What follows belongs to an exercise in optimizing a design on an open flow for small area, a short achievable clock period and few clock cycles per item; a production flow would make more cautious choices. Only the layout flow was run in this run; the RTL was not checked for function there.

<file path="design.v">
module vfix_lane (
    input  wire [2:0]  func,
    input  wire        typ,
    input  wire [1:0]  rnd,
    input  wire [15:0] a,
    input  wire [15:0] b,
    input  wire [15:0] c,
    output reg  [15:0] res,
    output reg         sat
);
    localparam F_MUL = 3'd0, F_FMA = 3'd1, F_FMS = 3'd2, F_LERP = 3'd3,
               F_ADD = 3'd4, F_SUB = 3'd5, F_RSH = 3'd6, F_CONV = 3'd7;
    function automatic signed [35:0] round_shift(input signed [35:0] p,
                                                 input [4:0] s,
                                                 input [1:0] mode);
        reg signed [35:0] q;
        reg        [35:0] rem;
        reg        [35:0] half;
        begin
            if (s == 5'd0) begin
                round_shift = p;
            end else begin
                q    = p >>> s;
                rem  = p - (q <<< s);
                half = 36'd1 << (s - 5'd1);
                case (mode)
                    2'd0:    round_shift = (p + $signed(half)) >>> s;
                    2'd1:    round_shift = q;
                    default: begin
                        if (rem > half)
                            round_shift = q + 36'sd1;
                        else if (rem == half)
                            round_shift = q + {35'd0, q[0]};
                        else
                            round_shift = q;
                    end
                endcase
            end
        end
    endfunction
    wire signed [16:0] a_x = typ ? $signed({1'b0, a}) : $signed({a[15], a});
    wire signed [16:0] b_x = typ ? $signed({1'b0, b}) : $signed({b[15], b});
    wire signed [16:0] c_x = typ ? $signed({1'b0, c}) : $signed({c[15], c});
    wire signed [16:0] m_x = (func == F_LERP) ? (b_x - a_x) : a_x;
    wire signed [16:0] m_y = (func == F_LERP) ? $signed({1'b0, c}) : b_x;
    wire signed [33:0] prod = m_x * m_y;
    reg signed [35:0] r_in;
    reg        [4:0]  r_s;
    wire signed [35:0] r_out = round_shift(r_in, r_s, rnd);
    always @* begin
        case (func)
            F_RSH:   begin r_in = {{19{a_x[16]}}, a_x};  r_s = {1'b0, b[3:0]}; end
            F_CONV:  begin r_in = {20'd0, a};            r_s = 5'd1;           end
            F_LERP:  begin r_in = {{2{prod[33]}}, prod}; r_s = 5'd16;          end
            default: begin r_in = {{2{prod[33]}}, prod}; r_s = typ ? 5'd16 : 5'd15; end
        endcase
    end
    reg signed [35:0] v;
    always @* begin
        case (func)
            F_MUL:   v = r_out;
            F_FMA:   v = c_x + r_out;
            F_FMS:   v = c_x - r_out;
            F_LERP:  v = $signed({20'd0, a}) + r_out;
            F_ADD:   v = a_x + b_x;
            F_SUB:   v = a_x - b_x;
            F_RSH:   v = r_out;
            default: v = typ ? ({{20{a[15]}}, a} <<< 1)       
                             : r_out;                         
        endcase
    end
    always @* begin
        if (typ) begin
            if (v < 0) begin
                res = 16'h0000; sat = 1'b1;
            end else if (v > 36'sd65535) begin
                res = 16'hFFFF; sat = 1'b1;
            end else begin
                res = v[15:0];  sat = 1'b0;
            end
        end else begin
            if (v < -36'sd32768) begin
                res = 16'h8000; sat = 1'b1;
            end else if (v > 36'sd32767) begin
                res = 16'h7FFF; sat = 1'b1;
            end else begin
                res = v[15:0];  sat = 1'b0;
            end
        end
    end
endmodule
module vfix_unit #(
    parameter LANES = 4
) (
    input  wire                  clk,
    input  wire                  rst,
    input  wire                  in_valid,
    output wire                  in_ready,
    input  wire [2:0]            in_func,
    input  wire                  in_type,
    input  wire [1:0]            in_rnd,
    input  wire                  in_zero,
    input  wire [LANES-1:0]      in_pred,
    input  wire [16*LANES-1:0]   in_a,
    input  wire [16*LANES-1:0]   in_b,
    input  wire [16*LANES-1:0]   in_c,
    input  wire [16*LANES-1:0]   in_d,
    output reg                   out_valid,
    output reg  [16*LANES-1:0]   out_d,
    output reg                   out_sat
);
    assign in_ready = 1'b1;
    reg                 s1_valid;
    reg [2:0]           s1_func;
    reg                 s1_type;
    reg [1:0]           s1_rnd;
    reg                 s1_zero;
    reg [LANES-1:0]     s1_pred;
    reg [16*LANES-1:0]  s1_a, s1_b, s1_c, s1_d;
    always @(posedge clk) begin
        if (rst)
            s1_valid <= 1'b0;
        else
            s1_valid <= in_valid;
        if (in_valid) begin
            s1_func <= in_func;
            s1_type <= in_type;
            s1_rnd  <= in_rnd;
            s1_zero <= in_zero;
            s1_pred <= in_pred;
            s1_a    <= in_a;
            s1_b    <= in_b;
            s1_c    <= in_c;
            s1_d    <= in_d;
        end
    end
    wire [16*LANES-1:0] lane_res;
    wire [LANES-1:0]    lane_sat;
    genvar i;
    generate
        for (i = 0; i < LANES; i = i + 1) begin : g_lane
            vfix_lane u_lane (
                .func (s1_func),
                .typ  (s1_type),
                .rnd  (s1_rnd),
                .a    (s1_a[16*i +: 16]),
                .b    (s1_b[16*i +: 16]),
                .c    (s1_c[16*i +: 16]),
                .res  (lane_res[16*i +: 16]),
                .sat  (lane_sat[i])
            );
        end
    endgenerate
    reg [16*LANES-1:0] merged;
    integer k;
    always @* begin
        for (k = 0; k < LANES; k = k + 1) begin
            if (s1_pred[k])
                merged[16*k +: 16] = lane_res[16*k +: 16];
            else if (s1_zero)
                merged[16*k +: 16] = 16'h0000;
            else
                merged[16*k +: 16] = s1_d[16*k +: 16];
        end
    end
    always @(posedge clk) begin
        if (rst)
            out_valid <= 1'b0;
        else
            out_valid <= s1_valid;
        if (s1_valid) begin
            out_d   <= merged;
            out_sat <= |(lane_sat & s1_pred);
        end
    end
endmodule
</file>
<file path="run.sh">
#!/bin/bash
# synth_recipe.tcl (not shown) runs the flow's synth.tcl, then flattens the netlist and writes it again
# the make line also repeats each setting of config.mk as NAME=value (left out here)
make -C /OpenROAD-flow-scripts/flow DESIGN_CONFIG=/design/flow/config.mk WORK_HOME=/design/flow/orfs CLKGATE_MAP_FILE= SYNTH_SCRIPT=/design/flow/synth_recipe.tcl finish
</file>
<file path="config.mk">
export PLATFORM = sky130hd
export DESIGN_NAME = vfix_unit
export DESIGN_NICKNAME = vfix_unit
export VERILOG_FILES = /design/flow/design.v
export SDC_FILE = /design/flow/constraint.sdc
export NUM_CORES = 8
export LEC_CHECK = 0
export CAP_MARGIN = 20
export CORE_MARGIN = 2
export CORE_UTILIZATION = 25
export SLEW_MARGIN = 20
</file>
<file path="constraint.sdc">
create_clock -name core_clock -period 25.0 [get_ports {clk}]
set_input_delay 5.0000 -clock core_clock [delete_from_list [all_inputs] [get_ports {clk}]]
set_output_delay 5.0000 -clock core_clock [all_outputs]
set_load 0.01 [all_outputs]
</file>
==> results by group <==
Outcome
  – Run status: finished clean

Drt
  – Detail Route met2 WL: 268000 um
  – Final Routed Wirelength: 622000 um
  – Uppermost layer routed: met5
  – Routed wl met3: 60900 um
  – Via count normalized by instance count: 5.63
  – Wire length per cell: 25.2 um
  – DR vias: 139000
  – Metal1 wirelength: 245000 um
  – Violation count after the first detailed-route iteration: 16200
  – DRC violations left: 0
  – 1st-pass router iterations: 9
  – Remaining number of nets flagged by the antenna check after routing: 0

GRT
  – GRT Overall Usage: 22.5%
  – Global-route wire length before repair: 904000 um
  – Largest net degree at the start of global routing: 90
  – Vias in the first global route: 133000
  – Total overflow reported by the global router: 0
  – Number of antenna violations at the first check in global routing: 35

Place
  – DP Wirelength: 501000 um
  – Cell Count Post-Placement: 24600
  – Gpl congestion: 1.02
  – Pre-CTS WS: 157 ps
  – Count of input and output buffers: 335
  – Cell area after placement: 144000 um2

Floorplanning
  – Die Y-Extent: 729 um
  – Effective utilization at floorplan: 25.1%
  – Die outline area: 532000 um2
  – CORE AREA: 525000 um2
  – Number of cell rows: 266
  – Horiz. Die Dim: 729 um
  – Top-level port count: 337

Finish
  – Highest-count cells in the layout ignoring fill and taps: 2005 x nor2_1, 1898 x inv_1, 1708 x nand2_1
  – Fraction of final layout cells with drive strength greater than 1: 5.48%
  – Most common library cell in the layout ignoring fill and taps: nor2_1
  – Non-filler cells, final: 24700
  – Area delta synth->final: 11.0%
  – Post-layout utilization of the core: 27.8%
  – Final layout net count: 20400
  – Final design area excluding fillers: 146000 um2

Worst setup path
  – CP Data Required Time: 25600 ps
  – Worst R2R Start: s1_b[0]
  – Most used cell, CP: o21ai_0
  – End of the worst register-to-register path: out_d[12]
  – Critical Path Slowest Stage Cell: o22ai_1
  – Depth of the worst register-to-register path: 90
  – Element type at the critical path end: flop
  – Worst setup SP type: flop
  – Slack of the worst reg-to-reg path: 1140 ps
  – Critical-path maximum fanout: 17
  – Worst Setup Path Type: flop to flop
  – Maximum cell stage delay along the critical path: 730 ps
  – Arrival @ worst endpoint: 24460 ps

STA
  – Worst Max-Slew Pin Slew: 1290 ps
  – Setup WS post-layout: 1140 ps
  – Final Hold Fails: 0
  – Tightest slew margin relative to the limit: 11.4%
  – Tcrit/Tclk final: 95.4%
  – Max Clock Freq: 0.0419 GHz
  – Max-slew violation count: 0
  – Clock tree skew after final layout: 47.2 ps
  – Setup violations, final: 0
  – Final critical path time including I/O delays and setup: 23860 ps

Logic synthesis
  – EDFF count, synth: 332
  – Sequential-to-total area share from yosys stat: 7.61%
  – Main synth FF type: edfxtp_1
  – Ys async rst share: 0%
  – Count of distinct cell types in the synthesized netlist: 128
  – Post-Synthesis Cells: 17700
  – Post-Syn Area: 132000 um2
  – Synthesized area per cell: 7.43 um2
  – Flip-flop and latch count after synthesis: 334
  – Number of warnings issued by yosys: 2

Clock network
  – TritonCTS clock tree: done
  – Worst skew pair latency: 740 ps
  – Number of clock buffers inserted by TritonCTS: 41
  – Buffer type at the clock tree root: clkbuf_16
  – Worst-case clock buffer depth: 3
  – Num Clock Sinks: 334
  – Total number of H-tree levels: 2
  – Clock-pin slew on the worst setup and hold paths: 80 ps
  – Cts-stage hold buffer count: 0

Worst hold path
  – Launch instance of the worst min-delay path: s1_d[14]
  – Kind of path behind the tightest hold check: flop to flop
  – Hold worst-path end: out_d[14]
  – Worst hold path stage count: 2

Run
  – Max-cap violation count: 0
==> synthesized netlist by cell type, types with 68 or more instances <==
library cell	instances	area [um2]
a2111oi_0	69	604
a211o_1	90	788
a211oi_1	298	2240
a21o_1	446	3350
a21oi_1	1349	6750
a221oi_1	73	639
a31oi_1	154	963
and2_1	112	701
and3_1	136	851
buf_1	138	518
buf_2	78	390
clkbuf_1	662	2480
edfxtp_1	332	9970
fa_1	1212	24300
ha_1	1216	15200
inv_1	1902	7140
mux2i_1	242	2420
nand2_1	1719	6450
nand2b_1	193	1210
nand3_1	389	1950
nand4_1	136	851
nor2_1	2026	7600
nor2b_1	131	820
nor3_1	334	1670
nor4_1	82	513
o211ai_1	300	2250
o21a_1	228	1710
o21ai_0	1108	5550
o21bai_1	105	788
o221ai_1	68	596
o22ai_1	136	851
o31ai_1	120	901
or2_2	107	669
or3_1	108	676
xnor2_1	462	4050
xor2_1	203	1780
==> sequential cells by signal, indices dropped and copies added, names as in the netlist, 2 cells and up <==
signal,cells
s1_rnd,2
out_d,64
s1_b,64
s1_func,3
s1_d,64
s1_c,64
s1_pred,4
s1_a,64
==> critical path, delay by kind of cell, from the launching register on <==
kind                       cells  cell delay [ps]
AOI/OAI and AO/OA             45            11990
adders and majority gates     12             5360
and+or+nand+nor               24             4450
xor gates and xnor gates       5              870
DFF                            1              510
buffers and inverters          4              480
==> repair_timing <==
| action | 4_1_cts | 5_1_grt |
|---|---|---|
| pin swaps | 0 | 3 |
| endpoints found under the hold margin | 0 | 0 |
| buffers inserted | 0 | 9 |
| gates resized for setup | 1 | 59 |
| endpoints found under the setup margin | 1 | 49 |
==> routing by layer <==
layer  global-route usage [%]  vias to the layer above
met5                    0.118                        -
met4                     14.3                       22
met3                     4.35                     1630
met2                     34.7                     7608
met1                     28.6                    67600
li1                         -                    62500
==> worst max path at each step <==
stage | start | to | slack [ps] | cells past startpoint
floorplan | s1_type | out_sat | 3780 | 88
global placement | s1_b[0] | out_d[9] | 240 | 94
detailed placement | s1_b[0] | out_d[9] | 160 | 91
CTS | s1_b[1] | out_d[9] | 260 | 90
global route | s1_b[48] | out_d[48] | -40 | 92
finish | s1_b[0] | out_d[12] | 1140 | 90
==> metrics by stage <==
step / hold slack [ps] / TNS [ps]
finish: 530 / 0
detailed placement: 515 / 0
floorplan: 495 / 0
CTS: 533 / 0
global placement: 511 / 0
global route: 553 / -67.7
==> cells by family (layout without fill, tap and decap cells) <==
family          count (synthesis)  after routing  share of synthesized area, %
compound gates               5406           5406                          27.2
xor+xnor                      668            668                          4.48
fa+ha+maj                    2428           2428                          30.0
buf+inv                      2827           2758                          8.34
flops                         334            334                          7.61
mux                           310            310                          2.51
other cells                     2            145                       0.00571
simple gates                 5721           5721                          19.9
==> area by class of cell <==
cell class | instances | area (um2)
repair buffers | 773 | 6770
flip-flops and latches | 334 | 10000
multi-input cells | 14700 | 112000
clock inverters | 32 | 428
fillers | 57200 | 378000
clock buffers | 43 | 1030
inverters | 1910 | 7180
diodes | 24 | 60.1
well taps | 6968 | 8720

==> what the ideal ports hide <==
The flow's constraints put no driver on any port. The routed layout listed below was extracted and timed again, unchanged, in two steps.
Step 1, drivers: a clkbuf_16 drives clk and a buf_2 each remaining input, both assumed.
Step 2, shift: input delay + t, output delay - t, t = (earliest + latest rising clock arrival at the registers) / 2. This alone moves slack from input paths to output paths.
Three values: ideal, step 1, step 2; two values: the first two.
t, ns: 0.825
setup slack, ns: 1.144 / 1.144 / 1.144
worst hold slack (ns): 0.530 / 0.530 / 0.530
After both steps setup and hold are still met in this run. The setup slack of this run moves by 0.000 ns with the drivers and by 0.000 ns with both steps.
